Source: an optimization exercise on an open RTL-to-GDS flow (aim: small area, a short achievable clock period and few clock cycles per item). Production flows keep margins and buffers that such runs may drop.
No run shown here included a check of the RTL's function; only the layout flow was run.

==> flow/design.v, too long to show whole: its modules and the start of the top module <==
// module elrek_tx: 3180 lines
// module c_inv: 1 lines
// module c_nand2: 1 lines
// module c_nor2: 1 lines
// module c_and2: 1 lines
// module c_or2: 1 lines
// module c_or3: 1 lines
// module c_and3: 1 lines
// module c_and3b: 1 lines
// module c_nand3: 1 lines
// module c_nor2b: 1 lines
// module c_nor4: 1 lines
// module c_a21o: 1 lines
// module c_xor2: 1 lines
// module c_xnor2: 1 lines
// module c_mux2: 1 lines
// module c_mux4: 3 lines
// module c_a222oi: 3 lines
module elrek_tx (
    input  wire         clk,
    input  wire         rst,
    input  wire [30:0]  seed,
    input  wire         st_valid,
    output wire         st_ready,
    input  wire [3:0]   st_type,
    input  wire [3:0]   st_seq,
    input  wire [511:0] st_payload,
    output reg          tx_valid,
    output reg  [31:0]  tx_data
);
  // ...
==> flow/flow/run.sh <==
#!/bin/bash
set -euo pipefail
bash standard.sh ABC_LOAD_IN_FF=1 \
    "BUFFER_PORTS_ARGS=-buffer_cell sky130_fd_sc_hd__buf_1" \
    "CTS_ARGS=-sink_clustering_enable -repair_clock_nets -sink_clustering_size 24 -sink_clustering_max_diameter 120 -buf_list sky130_fd_sc_hd__clkbuf_16 -dont_use_dummy_load" \
    finish > standard.log 2>&1
==> flow/standard.sh <==
#!/bin/bash
# synth_recipe.tcl (not shown) runs the flow's synth.tcl, then flattens the netlist and writes it again
# the make line also repeats each setting of config.mk as NAME=value (left out here)
make -C /OpenROAD-flow-scripts/flow DESIGN_CONFIG=/design/flow/config.mk WORK_HOME=/design/flow/orfs CLKGATE_MAP_FILE= SYNTH_SCRIPT=/design/flow/synth_recipe.tcl "${@:-finish}"
==> flow/config.mk <==
export PLATFORM = sky130hd
export DESIGN_NAME = elrek_tx
export DESIGN_NICKNAME = elrek_tx
export VERILOG_FILES = /design/flow/design.v
export SDC_FILE = /design/flow/constraint.sdc
export NUM_CORES = 8
export LEC_CHECK = 0
export CAP_MARGIN = 20
export CORE_MARGIN = 2
export CORE_UTILIZATION = 55
export CTS_BUF_LIST = sky130_fd_sc_hd__clkbuf_8
export CTS_CLUSTER_SIZE = 30
export SLEW_MARGIN = 20
export SYNTH_HIERARCHICAL = 1
==> flow/constraint.sdc <==
create_clock -name core_clock -period 80.0 [get_ports {clk}]
set_input_delay 16.0000 -clock core_clock [delete_from_list [all_inputs] [get_ports {clk}]]
set_output_delay 16.0000 -clock core_clock [all_outputs]
set_load 0.01 [all_outputs]
==> metrics.cfg, run 1 <==
[run_status]
status=no timing/DRC/antenna violations

[synthesis]
yosysMostFrequentCell=xor2_1
synth_fa_ha_area_frac=0.00610
yosysUniqueCellTypes=53
synthCells=2619
synth_flop_cell=edfxtp_1

[worst_hold_path]
worstHoldStart=fresh

[drt]
maxUsedRoutingLayer=met5
met3_length_um=12500

[setup_path]
critical_path_buf_inv_count=1
rr_endpoint=hist[0]
critPathKind=reg -> out

[flow_run]
drv_cap=0

[global_routing]
grt_use_met2=0.646
grt_pass1_wl_um=187000
grtUsageTotal=0.374

[clock_network]
cts-root-buf=clkbuf_16
path_clk_slew_ns=0.10

[layout]
n_all_inverters=15
largest_class=registers
final_nets=3836
fillers=5370

[sta]
fmax_ghz=0.0564
slew_viol_final=0

[floorplanning]
die_area_mm2=0.0696
coreArea_mm2=0.0670

[placed_design]
dp.cells=4106

==> run 2: changes to the inputs <==
==> flow/flow/run.sh (replaced) <==
#!/bin/bash
set -euo pipefail
bash standard.sh ABC_LOAD_IN_FF=1 \
    "BUFFER_PORTS_ARGS=-buffer_cell sky130_fd_sc_hd__buf_1" \
    "CTS_ARGS=-sink_clustering_enable -repair_clock_nets -sink_clustering_size 20 -sink_clustering_max_diameter 100 -buf_list sky130_fd_sc_hd__clkbuf_16 -dont_use_dummy_load" \
    finish > standard.log 2>&1
==> metrics.cfg, run 2 <==
[synthesis]
avgSynthCellArea_um2=14.2  ; unchanged
synth_top_cell_area_share=0.486  ; unchanged
yosysMostFrequentCell=xor2_1  ; unchanged
synth-async-reset-ratio=0  ; unchanged
syn_area_mm2=0.0371  ; unchanged
synth_compound_area_frac=0.0547  ; unchanged
synth_mux_area_frac=0.122  ; unchanged
synthSimpleGateAreaFrac=0.0803  ; unchanged
ys_seq_area_frac=0.518  ; unchanged
synth_top_family_by_area=XOR/XNOR gates  ; unchanged
yosys.area.top_type=edfxtp_1  ; unchanged
synthTopCellsByArea=edfxtp_1 (49%), xor2_1 (21%), mux4_2 (6.3%)  ; unchanged
synth.top_cells.by_count=xor2_1 (904), edfxtp_1 (601), a222oi_1 (160)  ; unchanged
yosys_warnings=7  ; unchanged
yosysUniqueCellTypes=53  ; unchanged
synth_flop_cell=edfxtp_1  ; unchanged
synth_edf_count=601  ; unchanged
synthCells=2619  ; unchanged
yosys.area_share.xor_xnor=0.215  ; unchanged
ys_ff_latch=660  ; unchanged
synth_fa_ha_area_frac=0.00610  ; unchanged

[sta]
min_period_ns=17.70  ; was 17.74 ns
final_hold_viol_count=0  ; unchanged
slew_viol_final=0  ; unchanged
tns_ns=0  ; unchanged
setup_viol=0  ; unchanged
min_period_over_period=0.221  ; was 0.222
skew_ns=0.0647  ; was 0.0344 ns
fmax_ghz=0.0565  ; was 0.0564 GHz
rsz0062_at_grt=no  ; unchanged
worst_slew_pin_slew_ns=1.09  ; was 1.15 ns
slew_headroom=0.273  ; was 0.236

[clock_network]
clock-sinks=660  ; unchanged
cts_hold_buf=0  ; unchanged
path_clk_slew_ns=0.09  ; was 0.10 ns
cts-root-buf=clkbuf_16  ; unchanged
cts_resized=0  ; unchanged
cts_buffer_depth=3  ; unchanged
cts_setup_buffers=0  ; unchanged
cts_buffers=41  ; was 31
clk_latency_ns=0.62  ; was 0.65 ns
htreeDepth=2  ; was 1
cts_tree=done  ; unchanged

[drt]
routed_via_density=6.38  ; was 6.36
drt_wl_total_um=134000  ; about the same
ant_nets=0  ; unchanged
route.detailed.drc=0  ; unchanged
firstDrtPassIters=9  ; unchanged
via_count=26625  ; was 26483
drtIter0Drc=3804  ; was 3684
wl_per_cell_um=32.0  ; was 32.1 µm

[placed_design]
port_buffers=587  ; unchanged
place.gp.congestion=0.955  ; unchanged
place_hpwl_um=103000  ; unchanged

[floorplanning]
ioPinCount=588  ; unchanged
row_count=95  ; unchanged
die_h_um=264  ; unchanged
coreArea_mm2=0.0670  ; unchanged
initial_core_util=0.554  ; unchanged
fp.dieW_um=264  ; unchanged
die_area_mm2=0.0696  ; unchanged

[setup_path]
slowest_stage=dfxtp_4  ; unchanged
worstPathCellList=buf_1  ; unchanged
critical_path_buf_inv_count=1  ; unchanged
critPathKind=reg -> out  ; unchanged
endpoint_kind=output pin  ; unchanged
crit_fanout=43  ; unchanged
crit_arrival_ns=1.70  ; was 1.73 ns
critPathTopFamily=flip-flops  ; unchanged
start_kind=flip-flop  ; unchanged
cpPeakStageDelay_ns=0.72  ; was 0.73 ns
crit_required_ns=64.00  ; about the same

[global_routing]
grt_pass1_vias=26770  ; was 26764
grt_max_degree=88  ; unchanged
grt_remaining_overflow=0  ; unchanged
grt_pass1_wl_um=187000  ; about the same
antenna_found_initial=35  ; was 37
grtUsageTotal=0.376  ; was 0.374

[layout]
area_delta_synth_final_pct=12.8  ; was 12.1%
largest_registers=P x512, B x34, tx_data x32  ; unchanged
final_nets=3847  ; was 3836
regMostFlops=P  ; unchanged
final_cell_mix=xor2_1 (904), edfxtp_1 (601), buf_1 (586), a222oi_1 (160), mux2_1 (124)  ; unchanged
mostFrequentLayoutCell=xor2_1  ; unchanged
utilization=0.625  ; was 0.621
largest_register_ffs=512  ; unchanged
drive_gt1_frac=0.0864  ; was 0.0833
fillers=5329  ; was 5370

[worst_hold_path]
hold_path.class=reg -> reg  ; unchanged

[run_status]
status=no timing/DRC/antenna violations  ; unchanged

[flow_run]
drv_cap=0  ; unchanged

[run 2: cell counts after synthesis]
No cell type changed its count.
[run 2: worst paths after layout]
kind          from  endpoint  slack, ns  cells past startpoint
max reg2reg  wp[3]   hist[0]      62.71                     54
min          fresh     fresh       0.46                      1
max          ready  st_ready      62.30                      1
min reg2reg  fresh     fresh       0.46                      1
[run 2: stage by stage]
step / worst slack (ns) / hold slack, ns / area, µm² / std cells
2_1_floorplan: 52.22 / 0.419 / 37100 / 2620
3_3_place_gp: 62.37 / 0.429 / 40800 / 4106
3_5_place_dp: 62.32 / 0.436 / 40800 / 4106
4_1_cts: 62.25 / 0.457 / 41800 / 4147
5_1_grt: 61.92 / 0.493 / 41900 / 4172
6_report: 62.30 / 0.458 / 41900 / 4176
[run 2: logic make-up after synthesis]
| logic type | after synthesis |
|---|---|
| buf+inv | 32 |
| other cells | 1 |
| flops | 660 |
| compound gates | 214 |
| fa+ha+maj | 17 |
| simple gates | 485 |
| mux | 300 |
| xor+xnor | 910 |
[run 2: cell type report]
type,instances,area (µm²),area share
antenna,28,70.1,0.00167
sequential,660,19200,0.459
tap,873,1090,0.0261
timing repair buffer,631,2550,0.0608
multi-input combinational,1928,17900,0.427
clock buffer,41,1030,0.0245
inverter,15,56.3,0.00134
[run 2: per-module statistics from Yosys (local to each module, per instance), a selection]
module    cells inside  copies in the design  area, µm²  flip-flops and latches
c_a21o               1                    29       7.51                       0
c_a222oi             1                   160       10.0                       0
c_and2               1                    23       6.26                       0
c_and3               1                     1       6.26                       0
c_inv                1                     1       3.75                       0
c_mux2               1                   118       11.3                       0
c_mux4               1                   104       22.5                       0
c_nand3              1                    64       5.00                       0
c_nor2b              1                    71       6.26                       0
c_xor2               1                   902       8.76                       0
[run 2: metal layers]
layer,up-vias,track usage,part of all wire
met1,13334,0.471,0.36
met2,1648,0.641,0.50
met3,301,0.0685,0.093
met5,-,0,0.00073
li1,11326,-,-
met4,16,0.165,0.047
[run 2: worst reg2reg max path, delay by kind of cell, from the launching register on]
kind / cells / cell delay (ns)
buf+inv: 1 / 0.30
simple gates: 40 / 12.30
flops: 1 / 0.66
compound gates: 1 / 0.11
xor+xnor: 4 / 0.81
mux: 8 / 3.06

## what the ideal ports hide
Ports are ideal in the flow. The routed layouts listed here were re-timed in OpenROAD. Step 1: set_driving_cell puts a clkbuf_16 on clk and a buf_2 on each other input, an assumption about the parent block. Step 2 adds t to the input delays and takes it off the output delays; t is the mean of the earliest and latest rising clock arrival at the registers after step 1. Input paths then give back, and output paths get back, about the clock's delay inside the block. Slacks: no drivers / after step 1 / after step 2; pairs: no drivers / after step 1.
run	shift t [ns]	setup WS [ns]	worst setup path at the end	latest minus earliest clock arrival (ns)	worst slew at a driven data input, ns
run 1	0.699	62.265 / 62.200 / 62.307	input to register	0.035 / 0.035	0.15
run 2	0.658	62.301 / 62.233 / 62.292	input to register	0.065 / 0.065	0.16
After both steps every run listed still meets setup and hold. For run 2, which loses most, drivers alone change the setup slack by -0.068 ns; drivers and shift together by -0.009 ns.
